Source: an optimization exercise on an open RTL-to-GDS flow (aim: small area, a short achievable clock period and few clock cycles per item). Production flows keep margins and buffers that such runs may drop.
The RTL was checked by simulation tests, not by an equivalence proof against the original design.

the baseline:
==> flow/design.v <==
module flume_limit (
    input  wire        clk,
    input  wire        rst,             
    input  wire        in_valid,
    output wire        in_ready,
    input  wire [19:0] in_v_r,          
    input  wire [19:0] in_v_g,
    input  wire [19:0] in_v_b,
    input  wire [3:0]  in_tag,
    input  wire [15:0] in_master,       
    input  wire [19:0] in_ceil,         
    input  wire [19:0] in_fs,           
    input  wire [19:0] in_fg,           
    input  wire        in_emerg,        
    input  wire [19:0] in_elvl,         
    input  wire [19:0] in_pk,           
    input  wire [1:0]  in_sigma,        
    input  wire [15:0] in_d16,          
    output reg         out_valid,
    input  wire        out_ready,
    output wire [19:0] out_v_r,         
    output wire [19:0] out_v_g,
    output wire [19:0] out_v_b,
    output reg  [19:0] out_fs,          
    output reg         out_yield,       
    output reg  [19:0] out_m0,          
    output reg  [15:0] out_dpx          
);
    localparam [19:0] FULL = 20'hFFFFF;
    localparam S_IDLE  = 0;     
    localparam S_MUL   = 1;     
    localparam S_CDIV  = 2;     
    localparam S_FLOOR = 3;     
    localparam S_SW0   = 4;     
    localparam S_SDIV  = 5;     
    localparam S_SK    = 6;     
    localparam [1:0] MD_MST = 2'd0, MD_CEIL = 2'd1, MD_SW = 2'd2;
    reg [6:0]  st;
    reg [3:0]  cnt;
    reg [1:0]  mode;
    reg        cflag;           
    reg        nosw;            
    reg        lt;              
    wire       sdv = st[S_SDIV];
    reg [19:0] xr;              
    reg [19:0] hr;              
    reg [19:0] ov [0:2];        
    reg [19:0] rh [0:2];        
    assign out_v_r = ov[0];
    assign out_v_g = ov[1];
    assign out_v_b = ov[2];
    wire [19:0] in_v [0:2];
    assign in_v[0] = in_v_r;
    assign in_v[1] = in_v_g;
    assign in_v[2] = in_v_b;
    wire        start    = in_valid && (!out_valid || out_ready);
    wire        eraise   = in_emerg && (in_elvl > in_fs);
    wire [19:0] fs_e     = eraise ? in_elvl : in_fs;                   
    wire        yld      = eraise ? (in_elvl > in_ceil) : (in_fs > in_ceil);
    wire [19:0] cpi      = yld ? fs_e : in_ceil;                       
    wire        cf       = in_ceil < in_fg;
    wire        fsgfg    = eraise ? (in_elvl > in_fg) : (in_fs > in_fg);
    wire        fsgt     = cf ? yld : fsgfg;                           
    wire [19:0] flm      = fsgt ? fs_e : (cf ? in_ceil : in_fg);
    wire        vz       = in_emerg && (in_tag != 4'hF);
    wire        domaster = (in_tag <= 4'd8) && !vz && (in_master != 16'hFFFF);
    wire [15:0] mfac     = in_master + {15'd0, in_master[15]};    
    wire [19:0] m01  = (ov[1] > ov[0]) ? ov[1] : ov[0];
    wire [19:0] mx   = (ov[2] > m01) ? ov[2] : m01;
    wire [19:0] cpr  = xr;                                 
    wire        hit  = !cflag && ((ov[0] > cpr) || (ov[1] > cpr) || (ov[2] > cpr));   
    wire [19:0] flr  = hr;
    wire        gt0  = ov[0] > flr;
    wire        gt1  = ov[1] > flr;
    wire        gt2  = ov[2] > flr;
    wire [19:0] mfl  = (gt0 || gt1 || gt2) ? mx : flr;        
    wire [19:0] upk  = (cpr < in_pk) ? cpr : in_pk;        
    wire [20:0] sa   = {1'b0, rh[0][19:0]} - {1'b0, out_m0};    
    wire [20:0] sb   = {1'b0, out_m0} - {1'b0, out_fs};         
    wire        pos  = !sa[20] && (sa[19:0] != 20'd0) && !sb[20] && (sb[19:0] != 20'd0);
    wire [19:0] dnum = (sa[19:0] < sb[19:0]) ? sa[19:0] : sb[19:0];
    wire        gtl  = !lt && out_dpx[1:0] > hr[1:0];        
    wire [15:0] dsel = gtl ? hr[15:0] : out_dpx;              
    wire [15:0] ksrc = st[S_SW0] ? in_d16 : dsel;
    wire        kneg = st[S_SW0] ? in_sigma[1] : hr[16];
    wire [16:0] kfac = kneg ? (17'h10000 - {1'b0, ksrc}) : (17'h10000 + {1'b0, ksrc});
    wire [24:0] mt [0:2];
    wire [20:0] dr1 [0:2];
    wire [20:0] dr2 [0:2];
    wire        dq1 [0:2];
    wire        dq2 [0:2];
    genvar g;
    generate for (g = 0; g < 3; g = g + 1) begin : ch
        assign mt[g] = {5'd0, rh[g]} + xr * ov[g][4:0];
        wire        zsh = (g == 0) && sdv;
        wire        nb1 = zsh ? 1'b0 : ov[g][19];
        wire        nb2 = zsh ? 1'b0 : ov[g][18];
        wire [20:0] t1  = {rh[g][19:0], nb1};
        wire [21:0] s1  = {1'b0, t1} - {2'b0, out_m0};
        assign dq1[g]   = !s1[21];
        wire [19:0] r1  = dq1[g] ? s1[19:0] : t1[19:0];
        wire [20:0] t2  = {r1, nb2};
        wire [21:0] s2  = {1'b0, t2} - {2'b0, out_m0};
        assign dq2[g]   = !s2[21];
        assign dr2[g]   = {1'b0, dq2[g] ? s2[19:0] : t2[19:0]};
        assign dr1[g]   = {1'b0, r1};
    end endgenerate
    wire [1:0]  qb    = {dq1[0], dq2[0]};
    wire [1:0]  pb    = out_dpx[1:0];
    wire [1:0]  db    = hr[5'd17 - {cnt[2:0], 1'b0} -: 2];
    wire        mlast = (cnt == 4'd3);
    assign in_ready = (st[S_FLOOR] && nosw && !cflag) || st[S_SW0];
    wire   done     = (st[S_FLOOR] && nosw && !hit) ||
                      (st[S_SW0] && !pos) ||
                      (st[S_MUL] && mode == MD_SW && mlast);
    integer i;
    always @(posedge clk) begin
        if (rst) begin
            st <= 7'd1 << S_IDLE;
            out_valid <= 1'b0;
        end else begin
            if (out_valid && out_ready)
                out_valid <= 1'b0;
            if (done)
                out_valid <= 1'b1;
            case (1'b1)
                st[S_IDLE]: if (start) begin
                    out_fs    <= fs_e;
                    out_yield <= yld;
                    hr        <= flm;
                    cflag     <= 1'b0;
                    for (i = 0; i < 3; i = i + 1) begin
                        ov[i] <= vz ? 20'd0 : in_v[i];
                        rh[i] <= 20'h8000;
                    end
                    nosw <= !in_sigma[0] || (in_d16 == 16'd0);
                    mode <= MD_MST;
                    cnt  <= 4'd0;
                    if (domaster) begin
                        xr     <= {4'd0, mfac};
                        out_m0 <= cpi;
                        st     <= 7'd1 << S_MUL;
                    end else begin
                        xr     <= cpi;
                        st     <= 7'd1 << S_FLOOR;
                    end
                end
                st[S_MUL]: begin
                    cnt <= cnt + 4'd1;
                    for (i = 0; i < 3; i = i + 1) begin
                        rh[i] <= mt[i][24:5];
                        ov[i] <= {mt[i][4:0], ov[i][19:5]};
                    end
                    if (mlast) begin
                        cnt <= 4'd0;
                        case (mode)
                            MD_MST: begin
                                for (i = 0; i < 3; i = i + 1) ov[i] <= mt[i][20:1];
                                xr <= out_m0;      
                                st <= 7'd1 << S_FLOOR;
                            end
                            MD_CEIL: st <= 7'd1 << S_CDIV;
                            default: begin
                                for (i = 0; i < 3; i = i + 1)
                                    ov[i] <= mt[i][21] ? FULL : mt[i][20:1];
                                st <= 7'd1 << S_IDLE;
                            end
                        endcase
                    end
                end
                st[S_CDIV]: begin
                    cnt <= cnt + 4'd1;
                    for (i = 0; i < 3; i = i + 1) begin
                        rh[i] <= dr2[i][19:0];
                        ov[i] <= {ov[i][17:0], dq1[i], dq2[i]};
                    end
                    if (cnt == 4'd9) begin
                        st <= 7'd1 << S_FLOOR;
                    end
                end
                st[S_FLOOR]: if (hit) begin
                    cflag  <= 1'b1;
                    out_m0 <= mx;                  
                    for (i = 0; i < 3; i = i + 1) rh[i] <= 20'd0;
                    mode  <= MD_CEIL;
                    cnt   <= 4'd0;
                    st <= 7'd1 << S_MUL;
                end else begin
                    ov[0]  <= gt0 ? ov[0] : flr;
                    ov[1]  <= gt1 ? ov[1] : flr;
                    ov[2]  <= gt2 ? ov[2] : flr;
                    out_m0 <= cflag ? cpr : mfl;
                    rh[0]  <= upk;
                    if (nosw) begin
                        out_dpx <= 16'd0;
                        st <= 7'd1 << S_IDLE;
                    end else begin
                        st <= 7'd1 << S_SW0;
                    end
                end
                st[S_SW0]: begin
                    cnt <= 4'd0;
                    lt  <= 1'b0;
                    hr  <= {3'd0, in_sigma[1], in_d16};
                    if (!pos) begin
                        out_dpx <= 16'd0;
                        st <= 7'd1 << S_IDLE;
                    end else begin
                        rh[0]   <= dnum;
                        rh[1]   <= 20'h8000;
                        rh[2]   <= 20'h8000;
                        xr      <= {3'd0, kfac};
                        out_dpx <= 16'd0;
                        st <= 7'd1 << S_SDIV;
                    end
                end
                st[S_SDIV]: begin
                    cnt     <= cnt + 4'd1;
                    rh[0]   <= dr2[0][19:0];
                    out_dpx <= {out_dpx[13:0], qb};
                    if (cnt != 4'd0 && !lt && pb > db) begin
                        out_dpx <= hr[15:0];
                        rh[0]   <= 20'h8000;
                        mode    <= MD_SW;
                        cnt     <= 4'd0;
                        st      <= 7'd1 << S_MUL;
                    end else begin
                        if (cnt != 4'd0 && pb < db) lt <= 1'b1;
                        if (cnt == 4'd7) st <= 7'd1 << S_SK;
                    end
                end
                st[S_SK]: begin
                    out_dpx <= dsel;
                    xr <= {3'd0, kfac};
                    for (i = 0; i < 3; i = i + 1) rh[i] <= 20'h8000;
                    mode <= MD_SW;
                    cnt  <= 4'd0;
                    st <= 7'd1 << S_MUL;
                end
                default: ;
            endcase
        end
    end
endmodule
==> flow/config.mk <==
export PLATFORM = sky130hd
export DESIGN_NAME = flume_limit
export DESIGN_NICKNAME = flume_limit
export VERILOG_FILES = /design/flow/design.v
export SDC_FILE = /design/flow/constraint.sdc
export NUM_CORES = 4
export LEC_CHECK = 0
export ABC_AREA = 1
export CAP_MARGIN = 20
export CORE_MARGIN = 2
export CORE_UTILIZATION = 40
export CTS_BUF_LIST = sky130_fd_sc_hd__clkbuf_4 sky130_fd_sc_hd__clkbuf_8
export SLEW_MARGIN = 20
==> flow/constraint.sdc <==
create_clock -name core_clock -period 13.0 [get_ports {clk}]
set_input_delay 2.6000 -clock core_clock [delete_from_list [all_inputs] [get_ports {clk}]]
set_output_delay 2.6000 -clock core_clock [all_outputs]
set_load 0.01 [all_outputs]
standard.sh (not shown) runs the stock make flow with config.mk's settings and CLKGATE_MAP_FILE= SYNTH_SCRIPT=/design/flow/synth_recipe.tcl, a recipe that flattens the netlist after the stock synthesis.
==> flow/flow/run.sh <==
#!/bin/bash
# Standard synthesis and layout; the only change is that the port buffers
# that global placement inserts are the smallest buffer cell.
set -euo pipefail
bash standard.sh synth > synth.log 2>&1
export BUFFER_PORTS_ARGS="-buffer_cell sky130_fd_sc_hd__buf_1"
bash standard.sh finish > layout.log 2>&1
The baseline: done, clean on timing, DRC and antenna
Testbench counts of the baseline, summed over its fixed seeds: cycles 77,586, pixels 9,000.
Changes in the candidate relative to the baseline:
==> flow/flow/run.sh <==
#!/bin/bash
# Standard synthesis and layout. Changes: the port buffers that global
# placement inserts are the smallest buffer cell, and timing repair aims for
# setup slack of 7.9 ns (the clock period is unchanged).
set -euo pipefail
bash standard.sh synth > synth.log 2>&1
export BUFFER_PORTS_ARGS="-buffer_cell sky130_fd_sc_hd__buf_1"
export SETUP_SLACK_MARGIN=7.9
bash standard.sh finish > layout.log 2>&1
==> comparison <==
~same routing usage on met2 in the baseline and the candidate. Looking only at flop-to-flop setup slack, and setting everything else aside, the lower value of the baseline and the candidate goes to the baseline. Between the baseline and the candidate, the flow reports global-route wire length before repair increasing slightly. From the baseline to the candidate the numbers moved as follows: met1 routed wirelength after detailed routing increased by about 2.3% relative to the old numbers, hold slack saw an increase, final core utilization increased by 1.9 points relative to the old numbers, number of vias per cell went up by about 0.33%, global-route usage over all layers went up 0.93 points. Share of the clock period used by the worst path is higher on the baseline.

==> what the ideal ports hide <==
In the flow no input, the clock included, has a driving cell. The finished layouts below were timed again as built, in two steps.
Step 1, drivers: a clkbuf_16 drives clk and a buf_2 each remaining input, both assumed.
Step 2 moves the port delays by t, midway between the first and last clock arrival at a register: inputs arrive t later, outputs are due t later. That takes back most of the time a late clock gives input paths.
Three values: ideal ports, drivers, drivers and shift; two values: the first two.
run | t, ns | setup WS [ns] | worst hold slack (ns) | worst setup path at the end | worst data-port slew with drivers (ns)
the baseline | 0.751 | 6.679 / 6.679 / 6.569 | 0.576 / 0.576 / 0.576 | input to register | 0.11
the candidate | 0.805 | 7.853 / 7.777 / 7.221 | 0.613 / 0.613 / 0.613 | input to register | 0.12
After both steps every run listed still meets setup and hold. For the candidate, which loses most, drivers alone change the setup slack by -0.076 ns; drivers and shift together by -0.632 ns.
